Background: an optimization exercise with open tools, aiming at small area, a short achievable clock period and few clock cycles per item. Do not read the settings as production practice.
Only the layout flow was run in this run; the RTL was not checked for function there.
Power and IR drop assume default switching activity.

## design.v

```verilog
module kg9_divider (
    input  wire        clk,
    input  wire        rst,
    input  wire        start,
    input  wire        sgn,
    input  wire [63:0] a,
    input  wire [63:0] b,
    output reg         ready,
    output reg         done,
    output wire [63:0] q,
    output wire [63:0] r,
    output reg         exc
);
    reg st_idle, st_s1, st_it;
    reg [63:0] R;       
    reg [63:0] E;       
    reg [63:0] Q;       
    reg [6:0]  na, nb;  
    reg [5:0]  cnt;     
    reg        a_neg, b_neg;
    reg        x;       
    reg        xc;      
    reg        inv;     
    reg        ex;      
    assign q = Q;
    assign r = R;
    wire neg_q = ~x;
    wire fill  = ~a_neg;        
    function [6:0] bitlen(input [63:0] v);
        integer i;
        begin
            bitlen = 7'd0;
            for (i = 0; i < 64; i = i + 1)
                if (v[i]) bitlen = i + 1;
        end
    endfunction
    wire in_a_neg = sgn & a[63];
    wire in_b_neg = sgn & b[63];
    wire [7:0] dn = {1'b0, na} - {1'b0, nb};
    wire [5:0] sh = dn[5:0];            
    wire       b_zero = (nb == 7'd0) & ~b_neg;
    wire       q_zero = dn[7];
    reg  [64:0] kg, kp, kgn, kpn;
    integer kl, kk;
    always @* begin
        kg = {R & E, xc};
        kp = {R ^ E, 1'b0};
        for (kl = 0; kl < 7; kl = kl + 1) begin
            kgn = kg; kpn = kp;
            for (kk = 0; kk < 65; kk = kk + 1)
                if (kk >= (1 << kl)) begin
                    kgn[kk] = kg[kk] | (kp[kk] & kg[kk - (1 << kl)]);
                    kpn[kk] = kp[kk] & kp[kk - (1 << kl)];
                end
            kg = kgn; kp = kpn;
        end
    end
    wire [64:0] sum = {kg[64], (R ^ E) ^ kg[63:0]};
    wire        cout = sum[64];
    wire        z = ((R ^ E) == {R[62:0] | E[62:0], xc});
    wire fits = a_neg ? ((~cout | z) & ~ex) : cout;
    wire use_c = neg_q & (sum[63] ^ ~a_neg);
    wire m1 = a_neg & ~b_neg & z;
    wire s1_exit = b_zero | (q_zero & ~m1) | m1;
    reg [63:0] eal;
    integer si;
    always @* begin
        eal = E ^ {64{x}};
        for (si = 0; si < 6; si = si + 1)
            if (sh[si]) eal = (eal << (1 << si)) | ({64{x}} & ((64'd1 << (1 << si)) - 64'd1));
    end
    wire last = (cnt == 6'd0);
    wire fin = (st_s1 & s1_exit) | (st_it & last);
    always @(posedge clk) begin
        if (rst) begin
            st_idle <= 1'b1;
            ready <= 1'b1;
            st_s1 <= 1'b0; st_it <= 1'b0;
            done <= 1'b0;
        end else begin
            done    <= fin;
            ready   <= (ready & ~start) | fin;
            st_idle <= (st_idle & ~start) | fin;
            st_s1   <= st_idle & start;
            st_it   <= (st_s1 & ~s1_exit) | (st_it & ~last);
        end
    end
    always @(posedge clk) begin
        if (st_idle) begin
            R <= a;
            E <= b;
            a_neg <= in_a_neg;
            b_neg <= in_b_neg;
            x <= ~(in_a_neg ^ in_b_neg);
            xc <= ~(in_a_neg ^ in_b_neg);
            na <= bitlen(a ^ {64{in_a_neg}});
            nb <= bitlen(b ^ {64{in_b_neg}});
        end
        if (st_s1) begin
            cnt <= sh;
            ex  <= m1;
            inv <= use_c | m1;
            exc <= b_zero;
            if (m1) begin
                Q <= {64{1'b1}};
                R <= sum[63:0];
            end else if (s1_exit) begin
                Q <= 64'd0;
            end else begin
                Q <= {64{use_c | m1}};
                if (use_c | m1) R <= sum[63:0];
                E <= eal;
            end
        end else begin
            Q <= {Q[62:0], fits ^ inv};
        end
        if (st_it) begin
            if (fits) R <= sum[63:0];
            if (a_neg & z) ex <= 1'b1;
            if (!last) begin
                E <= {fill, E[63:1]};
                cnt <= cnt - 6'd1;
            end
            exc <= a_neg & b_neg & Q[62];
        end
    end
endmodule
```

## standard.sh

```bash
#!/bin/bash
# synth_recipe.tcl (not shown) runs the flow's synth.tcl, then flattens the netlist and writes it again
# the make line also repeats each setting of config.mk as NAME=value (left out here)
make -C /OpenROAD-flow-scripts/flow DESIGN_CONFIG=/design/flow/config.mk WORK_HOME=/design/flow/orfs CLKGATE_MAP_FILE= SYNTH_SCRIPT=/design/flow/synth_recipe.tcl "${@:-finish}"
```

## constraint.sdc

```tcl
create_clock -name core_clock -period 8.0 [get_ports {clk}]
set_input_delay 1.6000 -clock core_clock [delete_from_list [all_inputs] [get_ports {clk}]]
set_output_delay 1.6000 -clock core_clock [all_outputs]
set_load 0.01 [all_outputs]
```

## config.mk

```make
export PLATFORM = sky130hd
export DESIGN_NAME = kg9_divider
export DESIGN_NICKNAME = kg9_divider
export VERILOG_FILES = /design/flow/design.v
export SDC_FILE = /design/flow/constraint.sdc
export NUM_CORES = 4
export LEC_CHECK = 0
export CAP_MARGIN = 20
export CORE_MARGIN = 2
export CORE_UTILIZATION = 55
export CTS_CLUSTER_DIAMETER = 80
export CTS_CLUSTER_SIZE = 20
export SETUP_SLACK_MARGIN = 4.0
export SLEW_MARGIN = 20
```

## flow/run.sh

```bash
#!/bin/bash
# Standard layout; the port buffers are plain buf_1 cells instead of the
# delay buffers ORFS picks by default. Each tool's output goes to the logs
# that standard.sh's make writes under orfs/logs; make's own output is kept
# in standard.log.
export BUFFER_PORTS_ARGS="-buffer_cell sky130_fd_sc_hd__buf_1"
bash standard.sh > standard.log 2>&1
```

==> run summary <==
[power groups by stage]
stage,combinational (mW),sequential [mW],clock [mW]
2_1_floorplan,3.48,1.68,0
3_3_place_gp,4.73,1.77,0
3_5_place_dp,4.78,1.78,0
4_1_cts,5.13,1.76,1.12
5_1_grt,6.32,1.82,1.16
6_report,5.98,1.80,1.11
[area by class of cell]
type	instances	area, um^2	area share
Clock buffer	25	551	0.0206
Clock inverter	12	176	0.00661
Inverter	248	948	0.0355
Multi-Input combinational cell	2267	17200	0.643
Sequential cell	223	4720	0.177
Tap cell	532	666	0.0249
Timing Repair Buffer	377	2460	0.0923
[per-layer routing]
metal,GRT usage,up-vias
met5,0,-
met4,0.161,0
met3,0.0881,230
met2,0.572,1448
met1,0.534,11286
li1,-,10857
[tightest hold or removal path, cell delays in order (launching register included)]
cell,delay [ns]
dfxtp_1,0.31
inv_1,0.05
o21ai_1,0.05
[repair_timing]
item / 4_1_cts / 5_1_grt
buffers inserted: 27 / 45
pin swaps: 19 / 90
resized for setup: 140 / 234
cloned: 10 / 9
setup endpoints to repair: 201 / 193
[flip-flops by register name (all words and copies together), names as in the netlist, 6 cells and up]
signal / flops
Q: 64
E: 64
cnt: 6
na: 7
nb: 7
R: 64
[placed cells by master, fill, tap and decap left out, types with 63 or more instances in the layout]
master	instances
xor2_1	78
a21oi_1	171
dfxtp_1	173
nor2_1	154
mux2i_1	189
buf_1	258
nand3_1	63
inv_1	235
ha_1	109
xnor2_1	92
buf_4	68
nand2_1	295
o21ai_0	239
[per-stage QoR]
stage | hold slack [ns] | cell area (um^2) | total power, mW | cells | setup WS, ns
3_5_place_dp | 0.435 | 23600 | 6.56 | 3556 | 2.03
5_1_grt | 0.470 | 26700 | 9.30 | 3684 | 3.68
3_3_place_gp | 0.430 | 23600 | 6.50 | 3556 | 2.13
6_report | 0.444 | 26700 | 8.88 | 3684 | 3.74
4_1_cts | 0.449 | 25300 | 8.01 | 3630 | 3.87
2_1_floorplan | 0.461 | 22500 | 5.16 | 2954 | 4.01
[worst max-delay path by stage]
| stage | from | depth (start not counted) | slack (ns) | to |
|---|---|---|---|---|
| finish | E[3] | 12 | 3.74 | E[38] |
| floorplan | x | 20 | 4.01 | R[10] |
| global placement | a[63] | 16 | 2.13 | na[0] |
| global route | E[13] | 17 | 3.68 | R[30] |
| CTS | R[11] | 19 | 3.87 | R[20] |
| detailed placement | a[63] | 16 | 2.03 | na[0] |
[cell families after synthesis]
family                   count (synthesis)
adder cells (fa/ha/maj)                137
buffers and inverters                  466
AND/OR/NAND/NOR                        778
flip-flops                             223
multiplexers                           285
XOR/XNOR                               207
AO/OA/AOI/OAI                          858
==> out/metrics.cfg <==
[logic_synthesis]
syn_area_per_cell_um2=7.62
synth_ff_type=dfxtp_1
synth_top_cell_by_area=dfxtp_1
synth-simple-area-share=0.159
synth_seq_area_share=0.207
synth_fa_ha_area_frac=0.0768
synth_cells=2954
synth-edff-count=19
synth_top_cell_area_share=0.181
synth_nets=3223
synth_compound_area_frac=0.236
yosysMostFrequentCell=nand2_1
synth.mux.area_fraction=0.157
synth.distinct_cells=85
synth-xor-area-share=0.0806
synth_seq_cells=223
yosysWarnings=1
ys_top_cells_by_count=nand2_1, o21ai_0, inv_1
synth.cell_area_mm2=0.0225
synthTopCellsByArea=dfxtp_1, mux2i_1, ha_1
synth_top_family_by_area=compound AO/OA/AOI/OAI gates
synthArstFlopShare=0

[timing]
final-setup-viol-count=0
rsz0062_at_grt=true
fin_crit_sh=0.532
slew_violations=0
setup_tns_ns=0
period_needed_ns=4.26
max_freq_mhz=235
slew_headroom=0.258
finalClockSkew_ns=0.0364
worst_pin_slew_ns=1.11
hold_violations=0

[final_layout]
final_util=0.656
fillCellCount=3550
drive_above_1_share=0.151
nets=3407
synthToLayoutAreaGrowth_pct=18.5
diodes=0

[critical_path]
crit_top_cell=nand4_1
critPathSlowestCell=o211ai_1
critical_path.endpoint_type=flip-flop
rrSetupSlack_ns=3.74
worst-setup-path-type=flip-flop to flip-flop
reg2reg_depth=12
max_stage_delay_ns=0.52
cp.arrival_ns=4.63
crit_chain=inv_1, ha_2, xor2_1, nand4_1, nor4_2, nand4_1, or3_1, nand2_1, nor2_4, buf_16, o211ai_1, o21ai_1
worst_r2r_endpoint=E[38]
critPathMaxFanout=129
cp.required_ns=8.38
r2r_start=E[3]
path_buf_inv=2
startpoint_type=flip-flop
cp_top_family=simple AND/OR/NAND/NOR gates

[clock_tree]
cts-root-buf=clkbuf_16
numCtsBuffers=21
cts_num_sinks=223
hold_buffers=0
clockBufferDepth=3
worstSkewPairLatency_ns=0.57
cts_max_level=1
cts_tree=yes
path_clk_slew_ns=0.08

[power]
p_seq_frac=0.202
power.leakage_nw=11.6
pwr-share-clk=0.125
p_per_area_mw_per_mm2=333
power_frac_comb=0.673
p_int_mw=4.48
swShare=0.496
ir_drop_uv=189
p_switching_mw=4.40

[routing]
dr_wl_met2_um=37000
wl_met1_um=36300
drt-vias-per-instance=6.47
vias=23821
drc=0
wl_met3_um=9820
post_drt_wl_per_cell_um=23.7
drt_wl_total_um=87200
dr.pass1.iters=6
top_layer_used=met4
first_iter_violations=3137
drtAntennaViolNets=0

[floorplan]
ios=263
die_w_um=206
die_area_mm2=0.0426
core_mm2=0.0406
die_y_um=206
fp-row-count=74
initial_utilization=0.554

[flow_run]
maxCapViolations=0

[grt]
grt_pass1_vias=21317
grt_pass1_wl_um=125000
grt_util_all_layers=0.385
antenna_found_initial=0
overflow=0
grt_max_degree=130

[hold_path]
min-delay-start=Q[45]
hold_class=flip-flop to flip-flop
min_path_cells=2
whs_endpoint=Q[46]

[placed_design]
dpl.hpwl_um=62300
port_buffers=262
routabilityCongestion=0.980

[run_status]
status=timing/DRC/antenna clean

-- re-timing with driven ports --
In the flow no input, the clock included, has a driving cell. The finished layout below was timed again as built, in two steps.
Step 1, drivers: a clkbuf_16 drives clk and a buf_2 each remaining input, both assumed.
Step 2, shift: input delay + t, output delay - t, t = (earliest + latest rising clock arrival at the registers) / 2. This alone moves slack from input paths to output paths.
Three values: no drivers, after step 1, after step 2; two values: the first two.
shift t [ns]: 0.611
setup slack, ns: 3.745 / 3.745 / 3.406
latest minus earliest clock arrival (ns): 0.037 / 0.037
worst register clock-pin slew, ns: 0.09 / 0.09
After both steps this run still meets setup and hold. For this run, drivers alone change the setup slack by 0.000 ns; drivers and shift together by -0.339 ns.
